Source: an optimization exercise on an open RTL-to-GDS flow (aim: small area, a short achievable clock period and few clock cycles). Production flows keep margins and buffers that such runs may drop.
Function was checked by simulation only, so behaviour that the tests miss may differ from the original.

### design/flow/flow/run.sh
#!/bin/bash
set -euo pipefail
bash standard.sh SETUP_SLACK_MARGIN=18 CORE_UTILIZATION=50 PLACE_DENSITY=0.6 finish > standard.log 2>&1
### design/flow/standard.sh
#!/bin/bash
# synth_recipe.tcl (not shown) runs the flow's synth.tcl, then flattens the netlist and writes it again
# the make line also repeats each setting of config.mk as NAME=value (left out here)
make -C /OpenROAD-flow-scripts/flow DESIGN_CONFIG=/design/flow/config.mk WORK_HOME=/design/flow/orfs CLKGATE_MAP_FILE= SYNTH_SCRIPT=/design/flow/synth_recipe.tcl "${@:-finish}"
### design/flow/config.mk
export PLATFORM = sky130hd
export DESIGN_NAME = cvu
export DESIGN_NICKNAME = cvu
export VERILOG_FILES = /design/flow/design.v
export SDC_FILE = /design/flow/constraint.sdc
export NUM_CORES = 8
export LEC_CHECK = 0
export CAP_MARGIN = 30
export CORE_MARGIN = 2
export CORE_UTILIZATION = 30
export PLACE_DENSITY = 0.45
export SLEW_MARGIN = 30
### design/flow/constraint.sdc
create_clock -name core_clock -period 24.0 [get_ports {clk}]
set_input_delay 4.8000 -clock core_clock [delete_from_list [all_inputs] [get_ports {clk}]]
set_output_delay 4.8000 -clock core_clock [all_outputs]
set_load 0.01 [all_outputs]
### design/flow/design.v
module cvu (
    input  wire        clk,
    input  wire        rst,
    input  wire        req_valid,
    output wire        req_ready,
    input  wire        req_write,
    input  wire [11:0] req_addr,
    input  wire [31:0] req_wdata,
    output reg         rsp_valid,
    output reg  [31:0] rsp_rdata,
    output reg         alert
);
    localparam [4:0] O_CTL = 5'd0,  O_CFG = 5'd1,
                     O_POLY_L = 5'd2, O_POLY_H = 5'd3,
                     O_INIT_L = 5'd4, O_INIT_H = 5'd5,
                     O_XOR_L = 5'd6,  O_XOR_H = 5'd7,
                     O_FOLD_L = 5'd8, O_FOLD_H = 5'd9,
                     O_VAL_L = 5'd10, O_VAL_H = 5'd11,
                     O_RES_L = 5'd12, O_RES_H = 5'd13,
                     O_COUNT = 5'd14,
                     O_FEED8 = 5'd16, O_FEED16 = 5'd17, O_FEED32 = 5'd18,
                     O_F64_LO = 5'd19, O_F64_HI = 5'd20;
    localparam [2:0] P_DONE = 3'd0, P_MQ = 3'd2, P_MU = 3'd3,
                     P_VF = 3'd4, P_RS = 3'd5, P_RW = 3'd6;
    localparam NF = 5;    
    integer i, j, k;
    function [63:0] width_mask(input [6:0] w);
        integer b;
        begin
            for (b = 0; b < 64; b = b + 1)
                width_mask[b] = (b < w);
        end
    endfunction
    function [63:0] refl(input [63:0] x, input [5:0] s);
        reg [63:0] r;
        integer b;
        begin
            for (b = 0; b < 64; b = b + 1)
                r[b] = x[63 - b];
            refl = r >> s;
        end
    endfunction
    function [7:0] rev8(input [7:0] v);
        integer b;
        begin
            for (b = 0; b < 8; b = b + 1)
                rev8[b] = v[7 - b];
        end
    endfunction
    function [31:0] bord(input [31:0] d, input refin);
        begin
            bord = refin ? d : {rev8(d[31:24]), rev8(d[23:16]), rev8(d[15:8]), rev8(d[7:0])};
        end
    endfunction
    function [15:1] q16(input [14:0] p);
        reg [15:0] q, s, r, cc;
        integer m, n;
        begin
            cc = {p, 1'b1};
            q = 16'd1;
            for (m = 1; m < 8; m = m + 1)
                for (n = 1; n <= m; n = n + 1)
                    q[m] = q[m] ^ (cc[n] & q[m - n]);
            s = 16'd0;
            for (m = 0; m < 8; m = m + 1)
                s[2*m] = q[m];
            r = 16'd0;
            for (m = 0; m < 16; m = m + 1)
                for (n = 0; n <= m; n = n + 1)
                    r[m] = r[m] ^ (cc[m - n] & s[n]);
            q16 = r[15:1];
        end
    endfunction
    function [31:16] q32(input [30:0] p, input [15:0] q);
        reg [31:0] s, r, cc;
        integer m, n;
        begin
            cc = {p, 1'b1};
            s = 32'd0;
            for (m = 0; m < 16; m = m + 1)
                s[2*m] = q[m];
            r = 32'd0;
            for (m = 16; m < 32; m = m + 1)
                for (n = 0; n <= m; n = n + 2)
                    r[m] = r[m] ^ (cc[m - n] & s[n]);
            q32 = r[31:16];
        end
    endfunction
    reg [1:0]  sticky;
    reg [1:0]  alert_en;
    reg [31:0] cnt_badw;
    reg        cfg_refin  [0:1];
    reg        cfg_refout [0:1];
    reg [3:0]  cfg_fl     [0:1];
    reg [6:0]  cfg_w      [0:1];
    reg [63:0] poly   [0:1];
    reg [63:0] init   [0:1];
    reg [63:0] xorout [0:1];
    reg [63:0] fold   [0:1];
    reg [31:0] f64_lo [0:1];
    reg        f64_v  [0:1];
    reg [31:0] val_lo [0:1];
    reg        l_refout [0:1];
    reg [5:0]  l_s      [0:1];     
    reg [63:0] l_xor    [0:1];
    reg [63:0] pr   [0:1];
    reg [31:0] count [0:1];
    reg [2:0]  phase [0:1];
    reg [63:0] vA, vB;
    reg [31:1] mA, mB;
    reg        riA, riB;
    reg          fv    [0:NF-1];
    reg          fctx  [0:NF-1];
    reg [1:0]    fn    [0:NF-1];    
    reg [31:0]   fdata [0:NF-1];    
    reg [2:0]    fcnt;
    reg        eng_ctx;     
    reg        f_st;        
    reg        f_mu;        
    reg        f_vf;        
    reg        f_rd;        
    reg        f_ctx;
    wire [63:0] vr0 = eng_ctx ? vB : vA;
    wire [63:0] vr1 = eng_ctx ? vA : vB;
    reg        ready_q;
    reg        rv, rw, rlov;
    reg [9:0]  ra;
    reg [31:0] rdw;
    reg        r_start_q, r_feed_q, r_f64h_q, r_vseth_q, r_rdv_q;
    reg        room1_q, room2_q, idle0_q, idle1_q;
    assign req_ready = ready_q;
    wire       r_g     = (ra[9:3] == 7'd0);
    wire       r_c_hit = (ra[9:6] == 4'd1);
    wire       r_c     = ra[5];
    wire [4:0] r_off   = ra[4:0];
    wire       acc   = req_valid && ready_q;
    wire       wacc  = acc && req_write;
    wire       i_g   = (req_addr[11:5] == 7'd0);
    wire       i_c_hit = (req_addr[11:8] == 4'd1);
    wire       i_c   = req_addr[7];
    wire [4:0] i_off = req_addr[6:2];
    wire r_idle = r_c ? idle1_q : idle0_q;
    wire [63:0] cmask0 = width_mask(cfg_w[0]);
    wire [63:0] cmask1 = width_mask(cfg_w[1]);
    wire [63:0] r_mask = r_c ? cmask1 : cmask0;
    wire        h_v    = fv[0];
    wire        h_ctx  = fctx[0];
    wire        h_exec = h_v && (phase[h_ctx] == P_DONE);
    wire        d_go   = h_exec;
    wire [63:0] e_pr = pr[eng_ctx];
    wire [31:0] e_mu = {mA, 1'b1};
    wire [31:0] e_d  = bord(fdata[0], riA) ^ vA[31:0];
    reg [31:0] a_low;
    reg [63:0] e_hi;
    always @(*) begin
        case (fn[0])
            2'd0: begin a_low = {e_d[7:0],  24'd0}; e_hi = vA >> 8;  end
            2'd1: begin a_low = {e_d[15:0], 16'd0}; e_hi = vA >> 16; end
            2'd2: begin a_low = {e_d[23:0], 8'd0};  e_hi = vA >> 24; end
            default: begin a_low = e_d;             e_hi = vA >> 32; end
        endcase
    end
    reg [31:0] tops;
    always @(*) begin
        for (i = 0; i < 32; i = i + 1) begin
            tops[i] = 1'b0;
            for (j = 0; j <= i; j = j + 1)
                tops[i] = tops[i] ^ (e_mu[i - j] & a_low[j]);
        end
    end
    reg [63:0] e_out;
    always @(*) begin
        e_out = e_hi;
        for (j = 0; j < 32; j = j + 1)
            if (tops[j])
                e_out = e_out ^ (e_pr >> (31 - j));
    end
    wire        f_a   = (f_ctx == eng_ctx);
    wire [63:0] f_in  = f_st ? poly[f_ctx] : (f_a ? vA : vB);
    wire [5:0]  f_s   = f_st ? 6'd0 - cfg_w[f_ctx][5:0] : l_s[f_ctx];
    wire [63:0] f_out = refl(f_in, f_s);
    wire        mq_ctx = (phase[1] == P_MQ);
    wire [15:1] mq_q   = q16(pr[mq_ctx][14:0]);
    wire        mu_ctx = f_ctx;
    wire [31:16] mu_q  = q32(pr[mu_ctx][30:0], mu_ctx == eng_ctx ? {mA[15:1], 1'b1} : {mB[15:1], 1'b1});
    wire r_start  = rv && r_start_q;
    wire r_feed   = rv && r_feed_q;
    wire r_f64h   = rv && r_f64h_q;
    wire r_vseth  = rv && r_vseth_q;
    wire r_room   = (r_start_q || r_f64h_q) ? room2_q : r_feed_q ? room1_q : 1'b1;
    wire r_stv    = r_start_q || r_vseth_q;
    wire r_rd_ok  = !r_rdv_q || (r_idle && f_rd);
    wire r_exec   = rv && (rw ? (r_room && (!r_stv || r_idle)) : r_rd_ok);
    wire wx       = r_exec && rw;           
    wire rdone    = r_exec && !rw;          
    wire st_now   = wx && r_start;
    wire vs_now   = wx && r_vseth;
    wire rs0      = (phase[0] == P_RS);
    wire rs1      = (phase[1] == P_RS);
    wire st_go    = st_now || rs0 || rs1;
    wire st_ctx   = rs0 ? 1'b0 : rs1 ? 1'b1 : r_c;
    wire [3:0]  st_fl = cfg_fl[st_ctx];
    wire        st_f1 = st_go && st_fl != 4'd0;
    wire        st_f2 = st_go && st_fl > 4'd4;
    wire [1:0]  st_n1 = (st_fl >= 4'd4) ? 2'd3 : st_fl[1:0] - 2'd1;
    wire [1:0]  st_n2 = st_fl[1:0] - 2'd1;    
    wire [6:0]  st_w  = cfg_w[st_ctx];
    wire        push1 = st_f1 || (wx && r_feed);
    wire        push2 = st_f2 || (wx && r_f64h);
    wire        p1_ctx  = st_go ? st_ctx : r_c;
    wire [1:0]  p1_n    = st_go ? st_n1 :
                          (r_off == O_FEED8) ? 2'd0 : (r_off == O_FEED16) ? 2'd1 : 2'd3;
    wire [31:0] p1_d    = st_go ? fold[st_ctx][31:0] :
                          r_f64h ? (rlov ? f64_lo[r_c] : 32'd0) : rdw;
    wire [1:0]  p2_n    = st_go ? st_n2 : 2'd3;
    wire [31:0] p2_d    = st_go ? fold[st_ctx][63:32] : rdw;
    wire        pop     = h_exec;
    wire [2:0]  base    = fcnt - {2'd0, pop};
    wire [2:0]  fcnt_n  = base + {2'd0, push1} + {2'd0, push2};
    reg          fctx_n  [0:NF-1];
    reg [1:0]    fn_n    [0:NF-1];
    reg [31:0]   fdata_n [0:NF-1];
    always @(*) begin
        for (i = 0; i < NF; i = i + 1) begin
            if (push1 && base == i) begin
                fctx_n[i] = p1_ctx; fn_n[i] = p1_n; fdata_n[i] = p1_d;
            end else if (push2 && base + 3'd1 == i) begin
                fctx_n[i] = p1_ctx; fn_n[i] = p2_n; fdata_n[i] = p2_d;
            end else if (pop && i < NF - 1) begin
                fctx_n[i] = fctx[i+1]; fn_n[i] = fn[i+1]; fdata_n[i] = fdata[i+1];
            end else begin
                fctx_n[i] = fctx[i]; fn_n[i] = fn[i]; fdata_n[i] = fdata[i];
            end
        end
    end
    reg [2:0] phase_n [0:1];
    always @(*) begin
        for (k = 0; k < 2; k = k + 1) begin
            phase_n[k] = phase[k];
            case (phase[k])
                P_RW: phase_n[k] = P_RS;
                P_MQ: phase_n[k] = P_MU;
                P_MU: if (f_mu && f_ctx == k) phase_n[k] = P_DONE;
                P_VF: if (f_vf && f_ctx == k) phase_n[k] = P_DONE;
                default: ;
            endcase
            if (st_go && st_ctx == k)
                phase_n[k] = P_MQ;
            if (vs_now && r_c == k)
                phase_n[k] = P_VF;
        end
    end
    reg [NF-1:0] has0_n, has1_n;
    always @(*) begin
        for (i = 0; i < NF; i = i + 1) begin
            has0_n[i] = (i < fcnt_n) && !fctx_n[i];
            has1_n[i] = (i < fcnt_n) && fctx_n[i];
        end
    end
    wire idle0_n = !(|has0_n) && phase_n[0] == P_DONE;
    wire idle1_n = !(|has1_n) && phase_n[1] == P_DONE;
    wire        x_v    = acc || (rv && !r_exec);
    wire        x_w    = acc ? req_write : rw;
    wire        x_c    = acc ? i_c : r_c;
    wire i_start = req_write && i_c_hit && i_off == O_CTL && req_wdata[31];
    wire i_feed  = req_write && i_c_hit && (i_off == O_FEED8 || i_off == O_FEED16 ||
                                            i_off == O_FEED32 || i_off == O_F64_HI);
    wire i_f64h  = req_write && i_c_hit && i_off == O_F64_HI;
    wire i_vseth = req_write && i_c_hit && i_off == O_VAL_H;
    wire i_rdv   = !req_write && i_c_hit && (i_off == O_VAL_L || i_off == O_VAL_H ||
                                             i_off == O_RES_L || i_off == O_RES_H);
    wire x_start = acc ? i_start : r_start_q;
    wire x_stv   = acc ? (i_start || i_vseth) : r_stv;
    wire x_idle  = x_c ? idle1_n : idle0_n;
    wire rs_n0 = (phase_n[0] == P_RS), rs_n1 = (phase_n[1] == P_RS);
    wire mu_n0 = (phase_n[0] == P_MU), mu_n1 = (phase_n[1] == P_MU);
    wire vf_n0 = (phase_n[0] == P_VF), vf_n1 = (phase_n[1] == P_VF);
    wire g_sf  = (x_v && x_start && x_idle) || rs_n0 || rs_n1;
    wire g_mu  = !g_sf && (mu_n0 || mu_n1);
    wire g_vf  = !g_sf && !(mu_n0 || mu_n1) && (vf_n0 || vf_n1);
    wire g_rd  = !g_sf && !(mu_n0 || mu_n1) && !(vf_n0 || vf_n1);
    wire g_ctx = g_sf ? (rs_n0 ? 1'b0 : rs_n1 ? 1'b1 : x_c) :
                 g_mu ? !mu_n0 : g_vf ? !vf_n0 : x_c;
    wire eng_ctx_n = (fcnt_n != 3'd0) ? fctx_n[0] : eng_ctx;
    wire swap = (eng_ctx_n != eng_ctx);
    wire [63:0] r_res = (l_refout[r_c] ? (r_c ? vr1 : vr0) : f_out) ^ l_xor[r_c];
    reg  [31:0] rdata;
    always @(*) begin
        rdata = 32'd0;
        if (r_g) begin
            case (r_off)
                5'd0: rdata = {30'd0, sticky};
                5'd1: rdata = {30'd0, alert_en};
                5'd2: rdata = cnt_badw;
                default: rdata = 32'd0;
            endcase
        end else if (r_c_hit) begin
            case (r_off)
                O_CFG:    rdata = {cfg_refin[r_c], cfg_refout[r_c], 10'd0, cfg_fl[r_c], 9'd0, cfg_w[r_c]};
                O_POLY_L: rdata = poly[r_c][31:0]    & r_mask[31:0];
                O_POLY_H: rdata = poly[r_c][63:32]   & r_mask[63:32];
                O_INIT_L: rdata = init[r_c][31:0]    & r_mask[31:0];
                O_INIT_H: rdata = init[r_c][63:32]   & r_mask[63:32];
                O_XOR_L:  rdata = xorout[r_c][31:0]  & r_mask[31:0];
                O_XOR_H:  rdata = xorout[r_c][63:32] & r_mask[63:32];
                O_FOLD_L: rdata = fold[r_c][31:0];
                O_FOLD_H: rdata = fold[r_c][63:32];
                O_VAL_L:  rdata = f_out[31:0];
                O_VAL_H:  rdata = f_out[63:32];
                O_RES_L:  rdata = r_res[31:0];
                O_RES_H:  rdata = r_res[63:32];
                O_COUNT:  rdata = count[r_c];
                default:  rdata = 32'd0;
            endcase
        end
    end
    wire [6:0] r_nw   = rdw[6:0];
    wire [3:0] r_nfl  = rdw[19:16];
    wire r_bad_w  = (r_nw == 7'd0) || (r_nw > 7'd64);
    wire r_bad_fl = (r_nfl > 4'd8);
    wire [6:0] i_nw  = req_wdata[6:0];
    wire [3:0] i_nfl = req_wdata[19:16];
    wire i_bad  = wacc && i_c_hit && i_off == O_CFG &&
                  ((i_nw == 7'd0) || (i_nw > 7'd64) || (i_nfl > 4'd8));
    wire i_half = wacc && i_c_hit && i_off == O_F64_HI && !f64_v[i_c];
    wire [1:0] sticky_n   = (wacc && i_g && i_off == 5'd0) ? (sticky & ~req_wdata[1:0])
                                                          : (sticky | {i_half, i_bad});
    wire [1:0] alert_en_n = (wacc && i_g && i_off == 5'd1) ? req_wdata[1:0] : alert_en;
    wire rs_pend = rs0 || rs1 || (phase[1] == P_RW);
    wire ready_n = !rs_pend && (!x_v || (x_w && fcnt_n <= NF - 2 && (!x_stv || x_idle)));
    reg [32:0] cnt_sum;
    always @(*) begin
        case (r_off)
            O_FEED8:  cnt_sum = {1'b0, count[r_c]} + 33'd1;
            O_FEED16: cnt_sum = {1'b0, count[r_c]} + 33'd2;
            O_FEED32: cnt_sum = {1'b0, count[r_c]} + 33'd4;
            default:  cnt_sum = {1'b0, count[r_c]} + 33'd8;
        endcase
    end
    wire        ctxA = eng_ctx, ctxB = !eng_ctx;
    wire        stA  = st_go && st_ctx == ctxA, stB = st_go && st_ctx == ctxB;
    wire        vsA  = vs_now && r_c == ctxA;
    wire        vsB  = vs_now && r_c == ctxB;
    wire        fvA  = (f_mu || f_vf) && f_ctx == ctxA, fvB = (f_mu || f_vf) && f_ctx == ctxB;
    wire        mqA  = phase[ctxA] == P_MQ, mqB = phase[ctxB] == P_MQ;
    wire        muA  = f_mu && f_ctx == ctxA, muB = f_mu && f_ctx == ctxB;
    wire [63:0] vA_r = stA ? init[ctxA] : vsA ? {rdw, val_lo[ctxA]} : fvA ? f_out : vA;
    wire [63:0] vB_n = stB ? init[ctxB] : vsB ? {rdw, val_lo[ctxB]} : fvB ? f_out : vB;
    wire [31:1] mA_n = mqA ? {mA[31:16], mq_q} : muA ? {mu_q, mA[15:1]} : mA;
    wire [31:1] mB_n = mqB ? {mB[31:16], mq_q} : muB ? {mu_q, mB[15:1]} : mB;
    wire        riA_n = stA ? cfg_refin[ctxA] : riA;
    wire        riB_n = stB ? cfg_refin[ctxB] : riB;
    always @(posedge clk) begin
        if (rst) begin
            sticky    <= 2'b00;
            alert_en  <= 2'b11;
            alert     <= 1'b0;
            cnt_badw  <= 32'd0;
            ready_q   <= 1'b0;
            rv        <= 1'b0;
            rsp_valid <= 1'b0;
            fcnt      <= 3'd0;
            eng_ctx   <= 1'b0;
            room1_q   <= 1'b1;
            room2_q   <= 1'b1;
            idle0_q   <= 1'b0;
            idle1_q   <= 1'b0;
            f_st      <= 1'b1;      
            f_mu      <= 1'b0;
            f_vf      <= 1'b0;
            f_rd      <= 1'b0;
            f_ctx     <= 1'b0;
            for (i = 0; i < NF; i = i + 1)
                fv[i] <= 1'b0;
            for (k = 0; k < 2; k = k + 1) begin
                cfg_refin[k]  <= 1'b1;
                cfg_refout[k] <= 1'b1;
                cfg_fl[k]     <= 4'd0;
                cfg_w[k]      <= 7'd32;
                poly[k]       <= 64'h0000_0000_04C1_1DB7;
                init[k]       <= 64'h0000_0000_FFFF_FFFF;
                xorout[k]     <= 64'h0000_0000_FFFF_FFFF;
                fold[k]       <= 64'd0;
                f64_v[k]      <= 1'b0;
                val_lo[k]     <= 32'd0;
            end
            phase[0] <= P_RS;
            phase[1] <= P_RW;
        end else begin
            ready_q   <= ready_n;
            rv        <= x_v;
            rsp_valid <= rdone;
            sticky    <= sticky_n;
            alert_en  <= alert_en_n;
            alert     <= |(sticky_n & alert_en_n);
            fcnt      <= fcnt_n;
            eng_ctx   <= eng_ctx_n;
            room1_q   <= fcnt_n <= NF - 1;
            room2_q   <= fcnt_n <= NF - 2;
            idle0_q   <= idle0_n;
            idle1_q   <= idle1_n;
            f_st      <= g_sf;
            f_mu      <= g_mu;
            f_vf      <= g_vf;
            f_rd      <= g_rd;
            f_ctx     <= g_ctx;
            for (i = 0; i < NF; i = i + 1)
                fv[i] <= (i < fcnt_n);
            for (k = 0; k < 2; k = k + 1)
                phase[k] <= phase_n[k];
            if (wacc && i_c_hit && i_off == O_F64_LO)
                f64_v[i_c] <= 1'b1;
            if (wacc && i_c_hit && i_off == O_F64_HI)
                f64_v[i_c] <= 1'b0;
            if (wx && r_g && r_off == 5'd2) begin
                if (rdw == 32'd0)
                    cnt_badw <= 32'd0;
            end else if (wx && r_c_hit && r_off == O_CFG && (r_bad_w || r_bad_fl) &&
                         cnt_badw != 32'hFFFF_FFFF) begin
                cnt_badw <= cnt_badw + 32'd1;
            end
            if (wx && r_c_hit) begin
                case (r_off)
                    O_CFG: begin
                        cfg_refin[r_c]  <= rdw[31];
                        cfg_refout[r_c] <= rdw[30];
                        if (!r_bad_w)  cfg_w[r_c]  <= r_nw;
                        if (!r_bad_fl) cfg_fl[r_c] <= r_nfl;
                    end
                    O_POLY_L: poly[r_c][31:0]    <= rdw & r_mask[31:0];
                    O_POLY_H: poly[r_c][63:32]   <= rdw & r_mask[63:32];
                    O_INIT_L: init[r_c][31:0]    <= rdw & r_mask[31:0];
                    O_INIT_H: init[r_c][63:32]   <= rdw & r_mask[63:32];
                    O_XOR_L:  xorout[r_c][31:0]  <= rdw & r_mask[31:0];
                    O_XOR_H:  xorout[r_c][63:32] <= rdw & r_mask[63:32];
                    O_FOLD_L: fold[r_c][31:0]    <= rdw;
                    O_FOLD_H: fold[r_c][63:32]   <= rdw;
                    O_VAL_L:  val_lo[r_c]        <= rdw;
                    default: ;
                endcase
            end
        end
    end
    always @(posedge clk) begin
        rsp_rdata <= rdata;
        if (acc) begin
            rw   <= req_write;
            ra   <= req_addr[11:2];
            rdw  <= req_wdata;
            rlov <= f64_v[i_c];
            r_start_q <= i_start;
            r_feed_q  <= i_feed;
            r_f64h_q  <= i_f64h;
            r_vseth_q <= i_vseth;
            r_rdv_q   <= i_rdv;
        end
        if (wx && r_c_hit && r_off == O_F64_LO)
            f64_lo[r_c] <= rdw;
        for (i = 0; i < NF; i = i + 1) begin
            fctx[i]  <= fctx_n[i];
            fn[i]    <= fn_n[i];
            fdata[i] <= fdata_n[i];
        end
        if (!rst) begin
            if (wx && r_feed)
                count[r_c] <= cnt_sum[32] ? 32'hFFFF_FFFF : cnt_sum[31:0];
            vA  <= (d_go && !swap) ? e_out : swap ? vB_n : vA_r;
            vB  <= (d_go && swap)  ? e_out : swap ? vA_r : vB_n;
            mA  <= swap ? mB_n : mA_n;
            mB  <= swap ? mA_n : mB_n;
            riA <= swap ? riB_n : riA_n;
            riB <= swap ? riA_n : riB_n;
            if (st_go) begin
                l_refout[st_ctx] <= cfg_refout[st_ctx];
                l_s[st_ctx]      <= 6'd0 - st_w[5:0];
                l_xor[st_ctx]    <= xorout[st_ctx] & (st_ctx ? cmask1 : cmask0);
                pr[st_ctx]       <= f_out;
                count[st_ctx]    <= 32'd0;
            end
        end
    end
endmodule
==> results of run 1 <==
worst min-delay path: cells and delay by family, from the launching register on:
kind             cells  cell delay (ps)
AO/OA/AOI/OAI        1               50
flip-flops           1              300
AND/OR/NAND/NOR      1               90
per-stage QoR:
step | area (sq um) | instances
after global placement | 126000 | 16100
after detailed placement | 127000 | 16100
after floorplan | 122000 | 13500
final | 136000 | 16500
after global routing | 136000 | 16500
after CTS | 134000 | 16400
cell families after synthesis:
| kind of cell | after synthesis | synth area share (%) |
|---|---|---|
| flops | 1511 | 36.0 |
| mux | 1373 | 13.2 |
| fa+ha+maj | 24 | 0.249 |
| compound gates | 2312 | 11.6 |
| xor+xnor | 2171 | 18.0 |
| simple gates | 4888 | 16.8 |
| buf+inv | 1226 | 4.13 |
cells in the mapped netlist (all sizes together) (43+ instances only):
cell	number	area, sq um
mux2	328	3690
a21oi	668	3340
buf	331	1650
nor3	97	485
xnor2	1504	13200
and3	224	1400
edfxtp	1343	40300
a22oi	47	353
clkbuf	797	2990
a221o	45	450
o21ai	782	3910
o211ai	68	510
o221ai	88	771
mux4	143	3220
o22ai	73	463
inv	94	353
nand3	188	941
nor2	2472	9330
and2	69	432
a31oi	74	463
nor2b	59	369
xnor3	201	4530
a221oi	91	797
nand2	1554	5830
dfxtp	168	3360
xor2	464	4090
mux2i	902	9130
a211oi	186	1400
nand2b	43	269
repair_timing:
action / CTS / global route
cloned: 17 / 7
endpoints found under the setup margin: 1665 / 758
hold buffers: 0 / 0
pin swaps: 19 / 27
resized for setup: 417 / 177
setup buffers: 28 / 45
cell usage in the layout, fill, tap and decap left out, types with 39 or more instances in the layout:
master,synthesis,final
sky130_fd_sc_hd__o21ai_0,755,730
sky130_fd_sc_hd__buf_6,17,50
sky130_fd_sc_hd__mux2i_2,4,47
sky130_fd_sc_hd__buf_12,0,45
sky130_fd_sc_hd__a21oi_1,668,644
sky130_fd_sc_hd__nand3b_1,39,39
sky130_fd_sc_hd__nand2_1,1554,1530
sky130_fd_sc_hd__mux4_2,143,143
sky130_fd_sc_hd__mux2_2,328,327
sky130_fd_sc_hd__xnor2_1,1500,1436
sky130_fd_sc_hd__inv_1,91,90
sky130_fd_sc_hd__o221ai_1,88,83
sky130_fd_sc_hd__nor2_1,2464,2428
sky130_fd_sc_hd__o211ai_1,68,68
sky130_fd_sc_hd__and3_1,224,221
sky130_fd_sc_hd__diode_2,0,40
sky130_fd_sc_hd__a221oi_1,91,82
sky130_fd_sc_hd__a221o_1,45,41
sky130_fd_sc_hd__xor2_1,462,455
sky130_fd_sc_hd__buf_4,21,400
sky130_fd_sc_hd__nor2b_1,59,56
sky130_fd_sc_hd__edfxtp_1,1343,1343
sky130_fd_sc_hd__o22ai_1,72,67
sky130_fd_sc_hd__a22oi_1,47,47
sky130_fd_sc_hd__mux2i_4,7,54
sky130_fd_sc_hd__a31oi_1,74,71
sky130_fd_sc_hd__nand2b_1,43,40
sky130_fd_sc_hd__nor3_1,97,85
sky130_fd_sc_hd__a211oi_1,185,181
sky130_fd_sc_hd__and2_1,66,65
sky130_fd_sc_hd__xnor2_2,4,53
sky130_fd_sc_hd__clkbuf_16,0,176
sky130_fd_sc_hd__mux2i_1,891,802
sky130_fd_sc_hd__xnor3_1,197,173
sky130_fd_sc_hd__dfxtp_1,168,142
sky130_fd_sc_hd__clkbuf_1,797,44
sky130_fd_sc_hd__nand3_1,188,182
sequential cells by signal, indices dropped and copies added, names as in the netlist, 64 cells and up, named ones only:
| signal | flops |
|---|---|
| poly | 128 |
| init | 128 |
| l_xor | 128 |
| xorout | 128 |
| fold | 128 |
| f64_lo | 64 |
| vB | 64 |
| fdata | 160 |
| val_lo | 64 |
| vA | 64 |
| count | 64 |
| pr | 128 |
worst paths after layout:
path	from	endpoint	slack (ps)
max	ready_q$_SDFF_PP0_	req_ready	17740
min	count[1][29]$_SDFFE_PP0P_	count[1][29]$_SDFFE_PP0P_	500
min reg2reg	count[1][29]$_SDFFE_PP0P_	count[1][29]$_SDFFE_PP0P_	500
max reg2reg	f_ctx$_SDFF_PP0_	rsp_rdata[21]$_DFF_P_	17750
cell type report:
cell class,count,area share [%]
diodes,40,0.0738
clock buffers,227,3.42
clock inverters,79,0.631
inverters,98,0.313
multi-input cells,10800,55.9
flip-flops and latches,1511,32.2
well taps,3185,2.94
repair buffers,618,4.45
repair inverters,3,0.0286
per-layer routing:
| metal | up-vias | part of all wire, % | GRT usage, % |
|---|---|---|---|
| met4 | 44 | 8.6 | 30.5 |
| li1 | 46600 | - | - |
| met5 | - | 0.12 | 1.70 |
| met3 | 2197 | 16 | 20.3 |
| met2 | 9349 | 41 | 64.7 |
| met1 | 55100 | 35 | 55.7 |
==> summary.md, run 1 <==
The detailed placer's ending HPWL came out at 386,000 microns. TritonCTS built the clock tree. For the worst flop-to-flop path, the logic depth is 19. The number of fillers in the final layout is 21,200.

Total standard cell area after synthesis: 0.121 sq mm. The worst slack at placement was 15,970 ps; the cell count of the worst hold path was 2. The post-synthesis register bit count is 1,511, and the die boundary width is 497 microns.

Timing would allow up to 160 MHz. The final weighted congestion in routability-driven placement is 1.07. The tools report the core box area as 0.241 sq mm. The number of endpoints with negative hold slack in the final report is 0. The post-detailed-route wirelength per cell was 35.2 microns.

For the reported max-cap violation count, the log shows 0. Detailed-routing iteration count for the pre-antenna-repair pass: 9. The signal on the critical path passes through buf_8.

Setup repair after global routing could not meet its margin everywhere. The area of combinational cells with multiple inputs was 0.0758 sq mm; the final number of setup-violating endpoints was 0. The routed design has 583,000 microns of wire.

The die covers 0.247 sq mm. The logs give 801,000 microns for the wire length of the first global-routing pass and 96 for the count of unique library cells instantiated by Yosys. The tools report the type of element capturing the critical path as a primary output. The count of buffer and inverter cells on the critical path was 1. Startpoint-to-endpoint class of the critical path: reg -> out. The class of the tightest hold or removal check is reg -> reg. After clock tree synthesis, the clock-pin slew on the worst setup and hold paths is 60 ps. The tools report the number of nets in the finished design as 13,300. Adding up every negative setup slack in the final design gives 0 ps. The run gives 0 as the final global-route overflow total.

The initialized floorplan defines 180 standard-cell rows. Max-slew violation count: 0. Summing the sequential cell areas from Yosys gives 36.0% of the chip area. The cell at the root of the clock tree is sky130_fd_sc_hd__clkbuf_16. The run gives 10 as the number of warning messages in the yosys log.

STA puts the critical path data required time at 19,200 ps. Average vias per placed instance: 6.85. The die is 497 microns tall. Startpoint type of the worst setup path: a flip-flop.

Counting flops with an async set or reset pin after synthesis yields a share of 0%. In this run the tool buffered the top-level ports with 80 buffer cells. The most used flip-flop cell after synthesis is sky130_fd_sc_hd__edfxtp_1.

Across all setup checks in the final design, the least slack found is 17,740 ps. The run finished with no timing, DRC or antenna violations. The worst slew margin relative to its limit is 21.2%.

From synthesis to final layout, the design area changed by 11.7%. The detailed router finished its first iteration with 20,700 violations. The cell count after synthesis came out at 13,500.

The tools report the synthesized net count as 13,600. The arrival time of the worst setup path was 1460 ps; the total DRC errors in the routed layout was 0. The tools report the number of clock sinks as 1,511. The share of the clock period used by the worst path after layout was 26.1%; the final worst clock skew was 80.0 ps.

The utilization after layout was 56.3%; the effective utilization at floorplan was 50.4%. The share of final-layout standard cells stronger than drive strength 1 was 13.4%; the pin slew with the least headroom to its limit was 1180 ps. The cell depth of the worst setup path came out at 1. The number of synthesized flops with an enable pin was 1,343.

The initial antenna violation count is 60. The overall fraction of global-route tracks in use was 45.7%. Registers take 0.0437 sq mm.

Worst-path cell with the longest stage delay: sky130_fd_sc_hd__dfxtp_4. The number of buffers inserted during clock tree synthesis is 170. The longest clock path from root to sink contains 3 buffers.

The number of global-route vias before repair is 103,000, and the insertion delay to the later sink of the worst-skew pair is 880 ps. The largest single stage delay on the critical path is 420 ps. Along the worst path, the maximum fanout reaches 2. The worst path in the final design needs a cycle of 6260 ps, including I/O delays and setup. Across all hold checks on the routed design, the worst slack comes to 497 ps. For this block, the via count after detailed routing is 113,000.

The average instance in the mapped netlist occupies 8.99 sq um. Cell family with the largest share of critical-path delay: flip-flops. During I/O placement, the number of pins put on the boundary was 83. The depth of the CTS H-tree is 4.

The post-route antenna net violation count is 0. The largest net degree at the start of global routing was 129.
Testbench counts, summed over its fixed seeds: cycles 35,877.
==> inputs of run 2 (changes only) <==
==> design/flow/flow/run.sh (replaced) <==
#!/bin/bash
set -euo pipefail
bash standard.sh SETUP_SLACK_MARGIN=18 finish > standard.log 2>&1
==> run 2 against run 1 <==
Still clean. Utilization is 22 points lower. Setup slack better by 64 ps. Non-clock buffer count is 132 higher. Maximum frequency is 1.0% higher. Final area is 3.3% higher. Via count is 3.8% lower. First-iteration DRC count is 27% lower. Critical path type unchanged.
==> summary.md, run 2 <==
The flow ran to the end and the layout has no timing, DRC or antenna violations. The final wirelength is 633,000 microns. The detailed router used layers up to and including met5. The total DRC errors in the routed layout is 0, and the number of global-route vias before repair is 99,800. The worst path needs 6190 ps of the cycle, external delays included. The post-route antenna net violation count was 0. The worst-path cell with the longest stage delay was sky130_fd_sc_hd__dfxtp_4.

Global routing used 29.5% of the available tracks across all layers. The mapped netlist covers 0.121 sq mm. After the last flow step, the layout net total stands at 13,400. Most common library cell in the layout ignoring fill and taps: sky130_fd_sc_hd__nor2_1. The max-slew violation count was 0; the number of hold buffers added after cts was 0. Number of endpoints with negative hold slack in the final report: 0. In this run the horizontal extent of the chip is 640 microns. The depth of the CTS H-tree is 4, and the effective utilization at floorplan is 30.1%. The floorplan step defined a die boundary enclosing 0.410 sq mm. Yosys mapped the design onto 96 distinct sky130hd cell types. For this block, wires on met1 add up to 251,000 microns. The row count is 233. Before CTS, the worst setup slack after placement is 15,910 ps. The startpoint type of the worst setup path was a flip-flop.

Clock-pin slew was measured on the worst setup and hold paths at 60 ps. The post-detailed-route wirelength per cell came out at 33.5 microns.

The startpoint-to-endpoint class of the critical path is reg -> out. Primary flip-flop cell chosen by synthesis mapping: sky130_fd_sc_hd__edfxtp_1. The clock drives 1,511 sinks. The library cells used most frequently in the layout, excluding fill and tap cells, are sky130_fd_sc_hd__nor2_1 (2,425), sky130_fd_sc_hd__nand2_1 (1,533), sky130_fd_sc_hd__xnor2_1 (1,432).

The first global-routing pass estimated 851,000 microns of wire. The flip-flop count of the largest register after layout works out to 160. The cell at the root of the clock tree is sky130_fd_sc_hd__clkbuf_16.

The number of cells after detailed placement is 18,400. In the routed layout, each cell is associated on average with a via count of 5.77. The first detailed-routing pass ran for 6 iterations. Wire segments on met3 add up to 75,400 microns in the final route.

In this run the tool buffered the top-level ports with 80 buffer cells. The logs give 58 for the initial antenna violation count and 19,200 ps for the endpoint required time on the critical path. In this run, synthesis produced a sequential element count of 1,511. The tools report the count of boundary I/O pins as 83. Entering global routing, the biggest net connects 110 pins. The final critical-path setup slack was 17,810 ps; the share of the clock period used by the worst path after layout was 25.8%. In the final layout, the share of cells above drive strength 1 is 14.5%. For the final number of setup-violating endpoints, the log shows 0. Based on the critical path, the design can be clocked at up to 162 MHz. Clock latency on the worst-skew pair, taken at its later pin, is 950 ps. On the critical path the largest part of the delay comes from flip-flops.

The largest single stage delay on the critical path is 360 ps. TritonCTS built the clock tree. The type of element capturing the critical path was a primary output. Summed over its instances, the top area cell type makes up 33.2% of the synthesized netlist area. The arrival time of the worst setup path is 1390 ps. In this run, the number of DRC markers left after iteration 0 of detailed routing was 15,100. Detailed placement ended at an HPWL of 419,000 microns. Dividing the synthesized area by the synthesized cell count gives 8.99 sq um. The layout has 41,400 filler cells. More flip-flops sit in one register than any other, and that register is fdata. The die is 640 microns tall. After synthesis, the cell types taking the most area are sky130_fd_sc_hd__edfxtp_1 (33%), sky130_fd_sc_hd__xnor2_1 (11%), sky130_fd_sc_hd__nor2_1 (7.6%), sky130_fd_sc_hd__mux2i_1 (7.3%), sky130_fd_sc_hd__nand2_1 (4.8%). The worst slew margin relative to its limit was 21.8%. Class of the tightest hold or removal check: reg -> reg. After synthesis, the share of flip-flops with an asynchronous set or reset is 0%. The aggregate negative setup slack came out at 0 ps. The number of standard cells in the layout, taps in and fillers out is 18,900, and the synthesized net count is 13,600. Counting flops with a built-in enable in the synthesized netlist gives 1,343.

The largest fanout on the critical path is 1, and the number of warning messages in the yosys log is 10. The final worst clock skew is 163 ps. The final weighted congestion in routability-driven placement was 1.01; the met2 wire length was 264,000 microns.

Of all cell types, the one taking the most synthesized area is sky130_fd_sc_hd__edfxtp_1. The floorplan step defined a core boundary enclosing 0.403 sq mm. Walking the worst path, the cells encountered are buf_6. Compared with the post-synthesis result, the final layout area differs by 15.4%.

The total via count after detailed routing was 109,000. Pin slew with the least headroom to its limit: 1170 ps. The sequential cell area fraction in the yosys report was 36.0%; the count of buffer and inverter cells on the critical path was 1. The most numerous cell in the Yosys netlist is sky130_fd_sc_hd__nor2_1. The number of buffers inserted during clock tree synthesis came out at 186.

Setup repair after global routing could not meet its margin everywhere. The number of buffers on the longest clock path was 4; the reported max-cap violation count was 0. Synthesis handed over a netlist of 13,500 instances. Counting instances in the post-synthesis netlist gives the leading cell types as sky130_fd_sc_hd__nor2_1 (2,464), sky130_fd_sc_hd__nand2_1 (1,554), sky130_fd_sc_hd__xnor2_1 (1,500).

The run gives 0 as the final global-route overflow total.
## run 2: cell counts after synthesis
Identical to the previous run, type by type.
## run 2: layout make-up
type                            count  area [sq um]  share of cell area [%]
Antenna cell                       31          77.6                  0.0554
Clock inverter                     88           921                   0.657
Inverter                           98           418                   0.298
Timing Repair Buffer              750          7180                    5.13
Sequential cell                  1511         43700                    31.2
Tap cell                         5405          6760                    4.83
Timing Repair inverter              2          25.0                  0.0179
Multi-Input combinational cell  10800         75900                    54.2
Clock buffer                      239          5090                    3.63
## run 2: worst paths after layout
check             slack (ps)                       from  cells after the start                         to
setup / recovery       17810       rsp_rdata[9]$_DFF_P_                      1               rsp_rdata[9]
hold / removal           490  count[0][17]$_SDFFE_PP0P_                      2  count[0][17]$_SDFFE_PP0P_
setup reg to reg       17820           f_ctx$_SDFF_PP0_                     14      rsp_rdata[10]$_DFF_P_
hold reg to reg          490  count[0][17]$_SDFFE_PP0P_                      2  count[0][17]$_SDFFE_PP0P_
## run 2: logic make-up after synthesis
| group | count (synthesis) | synth area share, % |
|---|---|---|
| AOI/OAI and AO/OA | 2312 | 11.6 |
| and+or+nand+nor | 4888 | 16.8 |
| DFF | 1511 | 36.0 |
| xor gates and xnor gates | 2171 | 18.0 |
| buffers and inverters | 1226 | 4.13 |
| muxes | 1373 | 13.2 |
| adders and majority gates | 24 | 0.249 |
## run 2: layer usage
| metal | vias to the layer above | global-route usage (%) |
|---|---|---|
| li1 | 46800 | - |
| met1 | 54200 | 38.4 |
| met2 | 6450 | 43.2 |
| met3 | 1410 | 9.78 |
| met4 | 36 | 15.6 |
| met5 | - | 0.662 |
## run 2: repair_timing
item	CTS	global route
cloned	10	9
pin swaps	25	33
endpoints found under the setup margin	1349	313
resized for setup	456	146
buffers inserted	61	67
## run 2: per-stage QoR
stage	hold slack, ps	instance area (sq um)	utilization [%]
finish	490	140000	34.8
global route	512	140000	34.8
CTS	495	138000	34.4
detailed placement	489	130000	32.3
global placement	481	130000	32.3
floorplan	443	122000	-
==> inputs of run 3 (changes only) <==
==> design/flow/flow/run.sh (replaced) <==
#!/bin/bash
set -euo pipefail
bash standard.sh SETUP_SLACK_MARGIN=18 CTS_CLUSTER_SIZE=25 CTS_CLUSTER_DIAMETER=80 finish > standard.log 2>&1
==> run 3 against run 2 <==
Register-to-register slack worse by 80 ps. Global-route usage about the same. Die area unchanged. Still clean. Sequential cell count unchanged. Setup slack worse by 73 ps.
==> summary.md, run 3 <==
The final worst clock skew came out at 138 ps. The clock reaches the later pin of the worst-skew pair after 890 ps. The post-synthesis register bit count came out at 1,511. The class of the tightest hold or removal check is reg -> reg.

The logs give 3 for the depth of the CTS H-tree and 0.0437 sq mm for the sequential cell area. The worst setup path is captured at a flip-flop. The run finished with no timing, DRC or antenna violations.

The HPWL after detailed placement is 419,000 microns. Across the run, the number of max-cap violations was 0. Setup repair after global routing could not meet its margin everywhere. The final route contains 109,000 vias.

The run gives 632,000 microns as the final wirelength. In this run, the number of DRC markers left after iteration 0 of detailed routing was 15,400. In this run the tool buffered the top-level ports with 80 buffer cells. The commonest cells after synthesis are sky130_fd_sc_hd__nor2_1 (2,464), sky130_fd_sc_hd__nand2_1 (1,554), sky130_fd_sc_hd__xnor2_1 (1,500). After detailed routing, the number of vias per cell comes to 5.80. On the worst path, the slowest cell contributes a delay of 690 ps. The average cell area after synthesis is 8.99 sq um, and the number of warning messages in the yosys log is 10.

The number of fillers in the final layout is 41,500, and the max-slew violation count is 0. In this run the count of I/O pins placed on the die edge is 83. Grouping stages by cell kind, the critical path spends the most delay in compound AO/OA/AOI/OAI gates. For the pin with the worst max-slew slack, the measured transition is 1190 ps. The logs give 110 for the largest net degree at the start of global routing and 233 for the row count.

Number of buffers on the longest clock path: 3. The final critical delay including setup and external delays is 6260 ps. The die is 640 microns wide. The final number of setup-violating endpoints is 0, and the fraction of registers with async set or reset after synthesis is 0%. The detailed-routing iteration count for the pre-antenna-repair pass was 6. Start of the worst register-to-register path: f_ctx$_SDFF_PP0_. For the endpoint required time on the critical path, the log shows 24,760 ps. The cell count of the worst hold path was 2.

The number of clock sinks was 1,511. The register bank with the most flops is fdata. Counting distinct cell types in the post-synthesis netlist gives 96.

The critical path goes through buf_6, xnor2_4, buf_6, mux2i_1, mux4_2, and2_1, o32ai_1, mux2_2, a21oi_1, a21oi_1, buf_4, a21oi_1, xnor2_2, o221ai_1, a22o_1. For the worst setup path, the data arrival time is 7030 ps. The tree is rooted in a sky130_fd_sc_hd__clkbuf_16. The primary flip-flop cell chosen by synthesis mapping is sky130_fd_sc_hd__edfxtp_1.

In this run the worst path has a maximum fanout of 31. The most numerous cell in the Yosys netlist is sky130_fd_sc_hd__nor2_1. Library cell with the largest summed area after synthesis: sky130_fd_sc_hd__edfxtp_1. The count of buffer and inverter cells on the critical path came out at 3. Counting cells, the worst reg-to-reg path comes to 15.

The worst hold path terminates at count[0][17]$_SDFFE_PP0P_. The startpoint type of the worst setup path was a flip-flop. Counting flops with a built-in enable in the synthesized netlist gives 1,343. In the routed design, unresolved DRC markers number 0.

Summing the sequential cell areas from Yosys gives 36.0% of the chip area. For this run, the top clock speed supported by timing is 160 MHz. Area share of the largest cell type after synthesis: 33.2%. After clock tree synthesis, the clock-pin slew on the worst setup and hold paths is 100 ps. TritonCTS built the clock tree. Headroom to the max-slew limit came out at 20.3%.

From synthesis to final layout, the design area changed by 14.0%. At the end of routability-driven placement, the weighted congestion stood at 1.01. The run gives 0.0761 sq mm as the area of combinational cells with multiple inputs.

Across all register-to-register paths, the minimum setup slack is 17,740 ps. The initial antenna violation count was 65. The capture instance of the worst register-to-register path is rsp_rdata[3]$_DFF_P_. The post-detailed-route wirelength per cell came out at 33.7 microns. The die is 640 microns tall.

The region available for standard cell placement spans 0.403 sq mm. The number of global-route vias before repair was 99,100; the number of buffers inserted during clock tree synthesis was 105. Worst-path cell with the longest stage delay: sky130_fd_sc_hd__mux4_2. The post-route netlist has 14.3% of its cells at a drive strength greater than 1.

In the post-synthesis netlist, the biggest area contributors are sky130_fd_sc_hd__edfxtp_1 (33%), sky130_fd_sc_hd__xnor2_1 (11%), sky130_fd_sc_hd__nor2_1 (7.6%), sky130_fd_sc_hd__mux2i_1 (7.3%), sky130_fd_sc_hd__nand2_1 (4.8%). The effective utilization at floorplan was 30.1%. The first global-routing pass estimated 849,000 microns of wire. For this run, the total global-route usage over all layers was measured as 29.5%. The logs give 0 for the number of endpoints with negative hold slack in the final report and 13,500 for the number of cells produced by synthesis. The startpoint-to-endpoint class of the critical path is reg -> reg. The die covers 0.410 sq mm. The tools report the aggregate negative setup slack as 0 ps. The run gives 13,600 as the synthesized net count.

The post-route antenna net violation count was 0; the number of hold buffers added after cts was 0. The startpoint identified for the worst hold timing path is count[0][17]$_SDFFE_PP0P_. For this run the aggregate overflow at the end of global routing stands at 0. After the last flow step, the layout net total stands at 13,300.

The cell repeated most along the worst path was sky130_fd_sc_hd__a21oi_1. The register with the most flip-flops in the layout has 160 of them. In the finished design, the share of the clock period the worst path needs comes to 26.1%. Most common library cell in the layout ignoring fill and taps: sky130_fd_sc_hd__nor2_1.

Total standard cell area after synthesis: 0.121 sq mm. Leaving out fill and tap cells, the most frequent cells in the layout are sky130_fd_sc_hd__nor2_1 (2,425), sky130_fd_sc_hd__nand2_1 (1,532), sky130_fd_sc_hd__xnor2_1 (1,423).
run 3: timing repair:
action / CTS / global route
buffers inserted: 64 / 64
pin swaps: 34 / 41
gates resized for setup: 481 / 162
cloned: 13 / 10
setup endpoints to repair: 1400 / 271
run 3: logic make-up after synthesis:
group | Yosys count | share of synthesized area, %
and+or+nand+nor | 4888 | 16.8
xor gates and xnor gates | 2171 | 18.0
AOI/OAI and AO/OA | 2312 | 11.6
buffers and inverters | 1226 | 4.13
DFF | 1511 | 36.0
muxes | 1373 | 13.2
adders and majority gates | 24 | 0.249
run 3: final cells by class:
cell class                 count  area share, %
sequential                  1511           31.6
clock inverter                89          0.930
antenna                       40         0.0723
clock buffer                 110           1.91
timing repair inverter         2         0.0181
tap                         5405           4.89
multi-input combinational  10800           55.0
timing repair buffer         752           5.30
inverter                      98          0.302
run 3: worst max path at each step:
| stage | end | cells after the start | start | slack (ps) |
|---|---|---|---|---|
| final | rsp_rdata[3]$_DFF_P_ | 15 | f_ctx$_SDFF_PP0_ | 17740 |
| after global routing | req_ready | 1 | ready_q$_SDFF_PP0_ | 17820 |
| after CTS | req_ready | 1 | ready_q$_SDFF_PP0_ | 17770 |
| after global placement | mB[30]$_DFFE_PN_ | 5 | rst | 15900 |
| after detailed placement | mB[24]$_DFFE_PN_ | 5 | rst | 15910 |
| after floorplan | fold[0][0]$_SDFFCE_PN0P_ | 4 | rst | 17540 |
run 3: worst register-to-register path: stages, from the launching register on:
cell	delay [ps]
sky130_fd_sc_hd__dfxtp_4	440
sky130_fd_sc_hd__buf_6	430
sky130_fd_sc_hd__xnor2_4	330
sky130_fd_sc_hd__buf_6	460
sky130_fd_sc_hd__mux2i_1	300
sky130_fd_sc_hd__mux4_2	690
sky130_fd_sc_hd__and2_1	280
sky130_fd_sc_hd__o32ai_1	640
sky130_fd_sc_hd__mux2_2	320
sky130_fd_sc_hd__a21oi_1	90
sky130_fd_sc_hd__a21oi_1	190
sky130_fd_sc_hd__buf_4	420
sky130_fd_sc_hd__a21oi_1	210
sky130_fd_sc_hd__xnor2_2	580
sky130_fd_sc_hd__o221ai_1	470
sky130_fd_sc_hd__a22o_1	320
run 3: per-stage QoR:
stage / cells / setup WS, ps / utilization (%) / instance area (sq um) / hold slack [ps]
finish: 18800 / 17740 / 34.4 / 138000 / 496
global route: 18700 / 17820 / 34.3 / 138000 / 519
CTS: 18700 / 17770 / 33.9 / 137000 / 501
detailed placement: 18400 / 15910 / 32.3 / 130000 / 489
global placement: 18400 / 15900 / 32.3 / 130000 / 481
floorplan: 13500 / 17540 / - / 122000 / 443
run 3: metal layers:
metal,wire length (microns),global-route usage (%)
met5,682,0.744
met4,38800,15.2
met3,72700,9.36
met2,266000,43.4
met1,254000,38.5
==> inputs of run 4 (changes only) <==
--- a/design/flow/design.v
+++ b/design/flow/design.v
@@ -93,6 +93,7 @@
     reg        cfg_refout [0:1];
     reg [3:0]  cfg_fl     [0:1];
     reg [6:0]  cfg_w      [0:1];
+    reg [5:0]  cfg_s      [0:1];     
     reg [63:0] poly   [0:1];
     reg [63:0] init   [0:1];
     reg [63:0] xorout [0:1];
@@ -120,6 +121,8 @@
     reg        f_vf;        
     reg        f_rd;        
     reg        f_ctx;
+    reg        f_sA;        
+    reg        st_exec;     
     wire [63:0] vr0 = eng_ctx ? vB : vA;
     wire [63:0] vr1 = eng_ctx ? vA : vB;
     reg        ready_q;
@@ -127,6 +130,7 @@
     reg [9:0]  ra;
     reg [31:0] rdw;
     reg        r_start_q, r_feed_q, r_f64h_q, r_vseth_q, r_rdv_q;
+    reg [10:0] r_wsel;    
     reg        room1_q, room2_q, idle0_q, idle1_q;
     assign req_ready = ready_q;
     wire       r_g     = (ra[9:3] == 7'd0);
@@ -175,9 +179,8 @@
             if (tops[j])
                 e_out = e_out ^ (e_pr >> (31 - j));
     end
-    wire        f_a   = (f_ctx == eng_ctx);
-    wire [63:0] f_in  = f_st ? poly[f_ctx] : (f_a ? vA : vB);
-    wire [5:0]  f_s   = f_st ? 6'd0 - cfg_w[f_ctx][5:0] : l_s[f_ctx];
+    wire [63:0] f_in  = f_st ? poly[f_ctx] : f_sA ? vA : vB;
+    wire [5:0]  f_s   = f_st ? cfg_s[f_ctx] : l_s[f_ctx];    
     wire [63:0] f_out = refl(f_in, f_s);
     wire        mq_ctx = (phase[1] == P_MQ);
     wire [15:1] mq_q   = q16(pr[mq_ctx][14:0]);
@@ -193,7 +196,7 @@
     wire r_exec   = rv && (rw ? (r_room && (!r_stv || r_idle)) : r_rd_ok);
     wire wx       = r_exec && rw;           
     wire rdone    = r_exec && !rw;          
-    wire st_now   = wx && r_start;
+    wire st_now   = st_exec;    
     wire vs_now   = wx && r_vseth;
     wire rs0      = (phase[0] == P_RS);
     wire rs1      = (phase[1] == P_RS);
@@ -204,7 +207,6 @@
     wire        st_f2 = st_go && st_fl > 4'd4;
     wire [1:0]  st_n1 = (st_fl >= 4'd4) ? 2'd3 : st_fl[1:0] - 2'd1;
     wire [1:0]  st_n2 = st_fl[1:0] - 2'd1;    
-    wire [6:0]  st_w  = cfg_w[st_ctx];
     wire        push1 = st_f1 || (wx && r_feed);
     wire        push2 = st_f2 || (wx && r_f64h);
     wire        p1_ctx  = st_go ? st_ctx : r_c;
@@ -269,6 +271,18 @@
     wire i_vseth = req_write && i_c_hit && i_off == O_VAL_H;
     wire i_rdv   = !req_write && i_c_hit && (i_off == O_VAL_L || i_off == O_VAL_H ||
                                              i_off == O_RES_L || i_off == O_RES_H);
+    wire [10:0] i_wsel;
+    assign i_wsel[0]  = req_write && i_c_hit && i_off == O_CFG;
+    assign i_wsel[1]  = req_write && i_c_hit && i_off == O_POLY_L;
+    assign i_wsel[2]  = req_write && i_c_hit && i_off == O_POLY_H;
+    assign i_wsel[3]  = req_write && i_c_hit && i_off == O_INIT_L;
+    assign i_wsel[4]  = req_write && i_c_hit && i_off == O_INIT_H;
+    assign i_wsel[5]  = req_write && i_c_hit && i_off == O_XOR_L;
+    assign i_wsel[6]  = req_write && i_c_hit && i_off == O_XOR_H;
+    assign i_wsel[7]  = req_write && i_c_hit && i_off == O_FOLD_L;
+    assign i_wsel[8]  = req_write && i_c_hit && i_off == O_FOLD_H;
+    assign i_wsel[9]  = req_write && i_c_hit && i_off == O_VAL_L;
+    assign i_wsel[10] = req_write && i_c_hit && i_off == O_F64_LO;
     wire x_start = acc ? i_start : r_start_q;
     wire x_stv   = acc ? (i_start || i_vseth) : r_stv;
     wire x_idle  = x_c ? idle1_n : idle0_n;
@@ -282,6 +296,7 @@
     wire g_ctx = g_sf ? (rs_n0 ? 1'b0 : rs_n1 ? 1'b1 : x_c) :
                  g_mu ? !mu_n0 : g_vf ? !vf_n0 : x_c;
     wire eng_ctx_n = (fcnt_n != 3'd0) ? fctx_n[0] : eng_ctx;
+    wire        g_vctx = (mu_n0 || mu_n1) ? !mu_n0 : (vf_n0 || vf_n1) ? !vf_n0 : x_c;
     wire swap = (eng_ctx_n != eng_ctx);
     wire [63:0] r_res = (l_refout[r_c] ? (r_c ? vr1 : vr0) : f_out) ^ l_xor[r_c];
     reg  [31:0] rdata;
@@ -366,6 +381,8 @@
             idle0_q   <= 1'b0;
             idle1_q   <= 1'b0;
             f_st      <= 1'b1;      
+            f_sA      <= 1'b0;
+            st_exec   <= 1'b0;
             f_mu      <= 1'b0;
             f_vf      <= 1'b0;
             f_rd      <= 1'b0;
@@ -377,6 +394,7 @@
                 cfg_refout[k] <= 1'b1;
                 cfg_fl[k]     <= 4'd0;
                 cfg_w[k]      <= 7'd32;
+                cfg_s[k]      <= 6'd32;
                 poly[k]       <= 64'h0000_0000_04C1_1DB7;
                 init[k]       <= 64'h0000_0000_FFFF_FFFF;
                 xorout[k]     <= 64'h0000_0000_FFFF_FFFF;
@@ -400,6 +418,8 @@
             idle0_q   <= idle0_n;
             idle1_q   <= idle1_n;
             f_st      <= g_sf;
+            f_sA      <= (g_vctx == eng_ctx_n);
+            st_exec   <= x_v && x_start && x_idle && (fcnt_n <= NF - 2);
             f_mu      <= g_mu;
             f_vf      <= g_vf;
             f_rd      <= g_rd;
@@ -415,29 +435,26 @@
             if (wx && r_g && r_off == 5'd2) begin
                 if (rdw == 32'd0)
                     cnt_badw <= 32'd0;
-            end else if (wx && r_c_hit && r_off == O_CFG && (r_bad_w || r_bad_fl) &&
+            end else if (rv && r_wsel[0] && (r_bad_w || r_bad_fl) &&
                          cnt_badw != 32'hFFFF_FFFF) begin
                 cnt_badw <= cnt_badw + 32'd1;
             end
-            if (wx && r_c_hit) begin
-                case (r_off)
-                    O_CFG: begin
-                        cfg_refin[r_c]  <= rdw[31];
-                        cfg_refout[r_c] <= rdw[30];
-                        if (!r_bad_w)  cfg_w[r_c]  <= r_nw;
-                        if (!r_bad_fl) cfg_fl[r_c] <= r_nfl;
-                    end
-                    O_POLY_L: poly[r_c][31:0]    <= rdw & r_mask[31:0];
-                    O_POLY_H: poly[r_c][63:32]   <= rdw & r_mask[63:32];
-                    O_INIT_L: init[r_c][31:0]    <= rdw & r_mask[31:0];
-                    O_INIT_H: init[r_c][63:32]   <= rdw & r_mask[63:32];
-                    O_XOR_L:  xorout[r_c][31:0]  <= rdw & r_mask[31:0];
-                    O_XOR_H:  xorout[r_c][63:32] <= rdw & r_mask[63:32];
-                    O_FOLD_L: fold[r_c][31:0]    <= rdw;
-                    O_FOLD_H: fold[r_c][63:32]   <= rdw;
-                    O_VAL_L:  val_lo[r_c]        <= rdw;
-                    default: ;
-                endcase
+            if (rv) begin
+                if (r_wsel[0]) begin
+                    cfg_refin[r_c]  <= rdw[31];
+                    cfg_refout[r_c] <= rdw[30];
+                    if (!r_bad_w)  begin cfg_w[r_c] <= r_nw; cfg_s[r_c] <= 6'd0 - r_nw[5:0]; end
+                    if (!r_bad_fl) cfg_fl[r_c] <= r_nfl;
+                end
+                if (r_wsel[1])  poly[r_c][31:0]    <= rdw & r_mask[31:0];
+                if (r_wsel[2])  poly[r_c][63:32]   <= rdw & r_mask[63:32];
+                if (r_wsel[3])  init[r_c][31:0]    <= rdw & r_mask[31:0];
+                if (r_wsel[4])  init[r_c][63:32]   <= rdw & r_mask[63:32];
+                if (r_wsel[5])  xorout[r_c][31:0]  <= rdw & r_mask[31:0];
+                if (r_wsel[6])  xorout[r_c][63:32] <= rdw & r_mask[63:32];
+                if (r_wsel[7])  fold[r_c][31:0]    <= rdw;
+                if (r_wsel[8])  fold[r_c][63:32]   <= rdw;
+                if (r_wsel[9])  val_lo[r_c]        <= rdw;
             end
         end
     end
@@ -453,30 +470,29 @@
             r_f64h_q  <= i_f64h;
             r_vseth_q <= i_vseth;
             r_rdv_q   <= i_rdv;
+            r_wsel    <= i_wsel;
         end
-        if (wx && r_c_hit && r_off == O_F64_LO)
+        if (rv && r_wsel[10])
             f64_lo[r_c] <= rdw;
         for (i = 0; i < NF; i = i + 1) begin
             fctx[i]  <= fctx_n[i];
             fn[i]    <= fn_n[i];
             fdata[i] <= fdata_n[i];
         end
-        if (!rst) begin
-            if (wx && r_feed)
-                count[r_c] <= cnt_sum[32] ? 32'hFFFF_FFFF : cnt_sum[31:0];
-            vA  <= (d_go && !swap) ? e_out : swap ? vB_n : vA_r;
-            vB  <= (d_go && swap)  ? e_out : swap ? vA_r : vB_n;
-            mA  <= swap ? mB_n : mA_n;
-            mB  <= swap ? mA_n : mB_n;
-            riA <= swap ? riB_n : riA_n;
-            riB <= swap ? riA_n : riB_n;
-            if (st_go) begin
-                l_refout[st_ctx] <= cfg_refout[st_ctx];
-                l_s[st_ctx]      <= 6'd0 - st_w[5:0];
-                l_xor[st_ctx]    <= xorout[st_ctx] & (st_ctx ? cmask1 : cmask0);
-                pr[st_ctx]       <= f_out;
-                count[st_ctx]    <= 32'd0;
-            end
+        if (wx && r_feed)
+            count[r_c] <= cnt_sum[32] ? 32'hFFFF_FFFF : cnt_sum[31:0];
+        vA  <= (d_go && !swap) ? e_out : swap ? vB_n : vA_r;
+        vB  <= (d_go && swap)  ? e_out : swap ? vA_r : vB_n;
+        mA  <= swap ? mB_n : mA_n;
+        mB  <= swap ? mA_n : mB_n;
+        riA <= swap ? riB_n : riA_n;
+        riB <= swap ? riA_n : riB_n;
+        if (st_go) begin
+            l_refout[st_ctx] <= cfg_refout[st_ctx];
+            l_s[st_ctx]      <= cfg_s[st_ctx];
+            l_xor[st_ctx]    <= xorout[st_ctx] & (st_ctx ? cmask1 : cmask0);
+            pr[st_ctx]       <= f_out;
+            count[st_ctx]    <= 32'd0;
         end
     end
 endmodule
==> design/flow/flow/run.sh (replaced) <==
#!/bin/bash
set -euo pipefail
bash standard.sh SETUP_SLACK_MARGIN=18 CTS_CLUSTER_SIZE=25 CTS_CLUSTER_DIAMETER=80 CORE_UTILIZATION=45 PLACE_DENSITY=0.55 finish > standard.log 2>&1
==> run 4 against run 3 <==
Clock-buffer cell count increased by 6. Via count grew 5.0%. Critical path depth stayed put. First-iteration DRC count increased by 25%. Global-route usage rose by 14 points.
==> summary.md, run 4 <==
The die span in y came out at 520 microns. The cell at the root of the clock tree is sky130_fd_sc_hd__clkbuf_16. In this run, the number of DRC markers left after iteration 0 of detailed routing was 19,200.

For this configuration, the core starts out at a cell density of 45.2%. The register bank with the most flops was fdata. The logs give 175 for the largest net degree at the start of global routing and 0 for the number of endpoints with negative hold slack in the final report. During I/O placement, the number of pins put on the boundary was 83.

The critical path is of the reg -> reg type. In the post-synthesis netlist, the cell with the most instances is sky130_fd_sc_hd__nor2_1. The initial antenna violation count was 75; the number of synthesized flops with an enable pin was 1,172. The initialized floorplan defines 189 standard-cell rows. Prior to clock tree synthesis, the placed netlist has a worst setup slack of 15,180 ps. The die covers 0.270 sq mm.

The maximum achievable frequency was 157 MHz. The number of buffers inserted by port buffering was 80. The tools report the detailed placer's ending HPWL as 396,000 microns. The count of nets left with antenna violations once routing finished came out at 0. The primary flip-flop cell chosen by synthesis mapping is sky130_fd_sc_hd__edfxtp_1. Sorting the synthesized cells by area gives the leading types as sky130_fd_sc_hd__edfxtp_1 (29%), sky130_fd_sc_hd__xnor2_1 (13%), sky130_fd_sc_hd__mux2i_1 (8.6%), sky130_fd_sc_hd__nor2_1 (8.4%), sky130_fd_sc_hd__dfxtp_1 (6.1%).

TritonCTS built the clock tree. The run gives 12 as the detailed-routing iteration count for the pre-antenna-repair pass. In this run the worst hold path is classified as reg -> reg.

Dividing the synthesized area by the synthesized cell count gives 8.55 sq um. Dividing the detail-routed via count by the number of cells gives 6.64. The critical path goes through buf_12, mux2i_1, mux2i_1, mux2_2, nor2_1, a211oi_1, a211oi_1, a211o_1, o211ai_1, o21a_2, buf_4, a21oi_1, xnor2_1, o221ai_1, a22o_1. The most common library cell in the layout ignoring fill and taps is sky130_fd_sc_hd__nor2_1.

At the worst endpoint, the required time is 24,660 ps. The run gives 3 as the number of buffers on the longest clock path. After synthesis, the largest area contributor takes up 29.4% of total cell area. The worst-path cell with the longest stage delay is sky130_fd_sc_hd__mux2i_1. The number of global-route vias before repair is 103,000, and the area growth from synthesis to final layout is 10.4%. CTS saw 1,534 sinks. The count of cells in the finished layout, fillers not included, comes to 17,200. The number of cells after detailed placement was 16,800; the fraction of registers with async set or reset after synthesis was 0%.

The run finished with no timing, DRC or antenna violations. The die boundary width was 520 microns. The flip-flop count of the largest register after layout works out to 160. The run gives 0 as the reported max-cap violation count. Total standard cell area after synthesis: 0.120 sq mm. The type of element capturing the critical path is a flip-flop. The aggregate negative setup slack came out at 0 ps. Setup repair after global routing could not meet its margin everywhere. Across all setup checks in the final design, the least slack found is 17,640 ps. The top cell types in the final layout, fill and taps aside, are sky130_fd_sc_hd__nor2_1 (2,659), sky130_fd_sc_hd__xnor2_1 (1,684), sky130_fd_sc_hd__nand2_1 (1,476).
## run 4: area by class of cell
type / count / area (sq um) / area share (%)
Antenna cell: 67 / 168 / 0.127
Clock buffer: 116 / 2640 / 2.00
Clock inverter: 74 / 1060 / 0.806
Inverter: 90 / 360 / 0.273
Multi-Input combinational cell: 11200 / 75200 / 56.9
Sequential cell: 1534 / 42500 / 32.2
Tap cell: 3533 / 4420 / 3.35
Timing Repair Buffer: 625 / 5750 / 4.35
Timing Repair inverter: 1 / 8.76 / 0.00663
## run 4: logic make-up (layout without fill, tap and decap cells)
logic type,Yosys count,in the layout,synth area share [%]
XOR/XNOR,2278,2281,17.7
adder cells (fa/ha/maj),23,23,0.243
flip-flops,1534,1534,35.5
multiplexers,1323,1323,11.9
AO/OA/AOI/OAI,2353,2353,12.2
other,0,67,0
AND/OR/NAND/NOR,5185,5211,18.1
buffers and inverters,1290,906,4.35
## run 4: path summary, 6_finish.rpt
kind                                  start  slack (ps)                        end  cells past startpoint
setup / recovery           f_ctx$_SDFF_PP0_       17640       rsp_rdata[2]$_DFF_P_                     15
hold / removal    count[1][28]$_SDFFE_PP0P_         470  count[1][28]$_SDFFE_PP0P_                      2
setup reg to reg           f_ctx$_SDFF_PP0_       17640       rsp_rdata[2]$_DFF_P_                     15
hold reg to reg   count[1][28]$_SDFFE_PP0P_         470  count[1][28]$_SDFFE_PP0P_                      2
## run 4: what timing repair did
action | in CTS | in global routing
gates cloned | 34 | 3
setup buffers | 61 | 24
pin swaps | 32 | 17
gates resized for setup | 362 | 105
setup endpoints to repair | 1512 | 177
hold buffers | 0 | 0
## run 4: through the flow
| step | util (%) | area (sq um) | hold WS [ps] |
|---|---|---|---|
| global placement | 47.2 | 125000 | 442 |
| detailed placement | 47.3 | 125000 | 455 |
| global route | 49.8 | 132000 | 495 |
| floorplan | - | 121000 | 436 |
| finish | 49.9 | 132000 | 469 |
| CTS | 49.5 | 131000 | 468 |
## run 4: worst reg2reg max path, delay by kind of cell, from the launching register on
family / cells / cell delay, ps
DFF: 1 / 720
xor gates and xnor gates: 1 / 600
AOI/OAI and AO/OA: 8 / 2380
buffers and inverters: 2 / 820
and+or+nand+nor: 1 / 50
muxes: 3 / 1620
## run 4: metal layers
layer / wire (microns) / track usage (%)
met1: 222000 / 53.9
met2: 243000 / 60.5
met3: 89500 / 18.3
met5: 924 / 1.28
met4: 55200 / 30.9
Testbench counts of run 4, summed over its fixed seeds: cycles 35,877.

re-timing with driven ports:
The flow's constraints put no driver on any port. The routed layouts listed below were extracted and timed again, unchanged, in two steps.
Step 1 assumes that a clkbuf_16 drives the clock port and a buf_2 every other input.
Step 2 times the ports against the registers' clock, not the clock port: input delays grow and output delays shrink by t, the midpoint of the rising clock arrivals with the driver on.
a / b / c = ideal / step 1 / step 2; a / b = the first two.
run	t (ns)	slack for setup (ns)	worst hold slack (ns)	worst setup path at the end	cell pins on the clock port's net
run 1	0.953	17.745 / 17.637 / 17.046	0.497 / 0.497 / 0.497	input to register	1
run 2	0.974	17.808 / 17.703 / 17.056	0.490 / 0.490 / 0.490	input to register	1
run 3	0.936	17.735 / 17.733 / 17.083	0.496 / 0.496 / 0.496	input to register	1
run 4	0.927	17.643 / 17.643 / 17.145	0.469 / 0.469 / 0.469	input to register	1
After both steps every run listed still meets setup and hold. For run 2, which loses most, drivers alone change the setup slack by -0.105 ns; drivers and shift together by -0.752 ns.
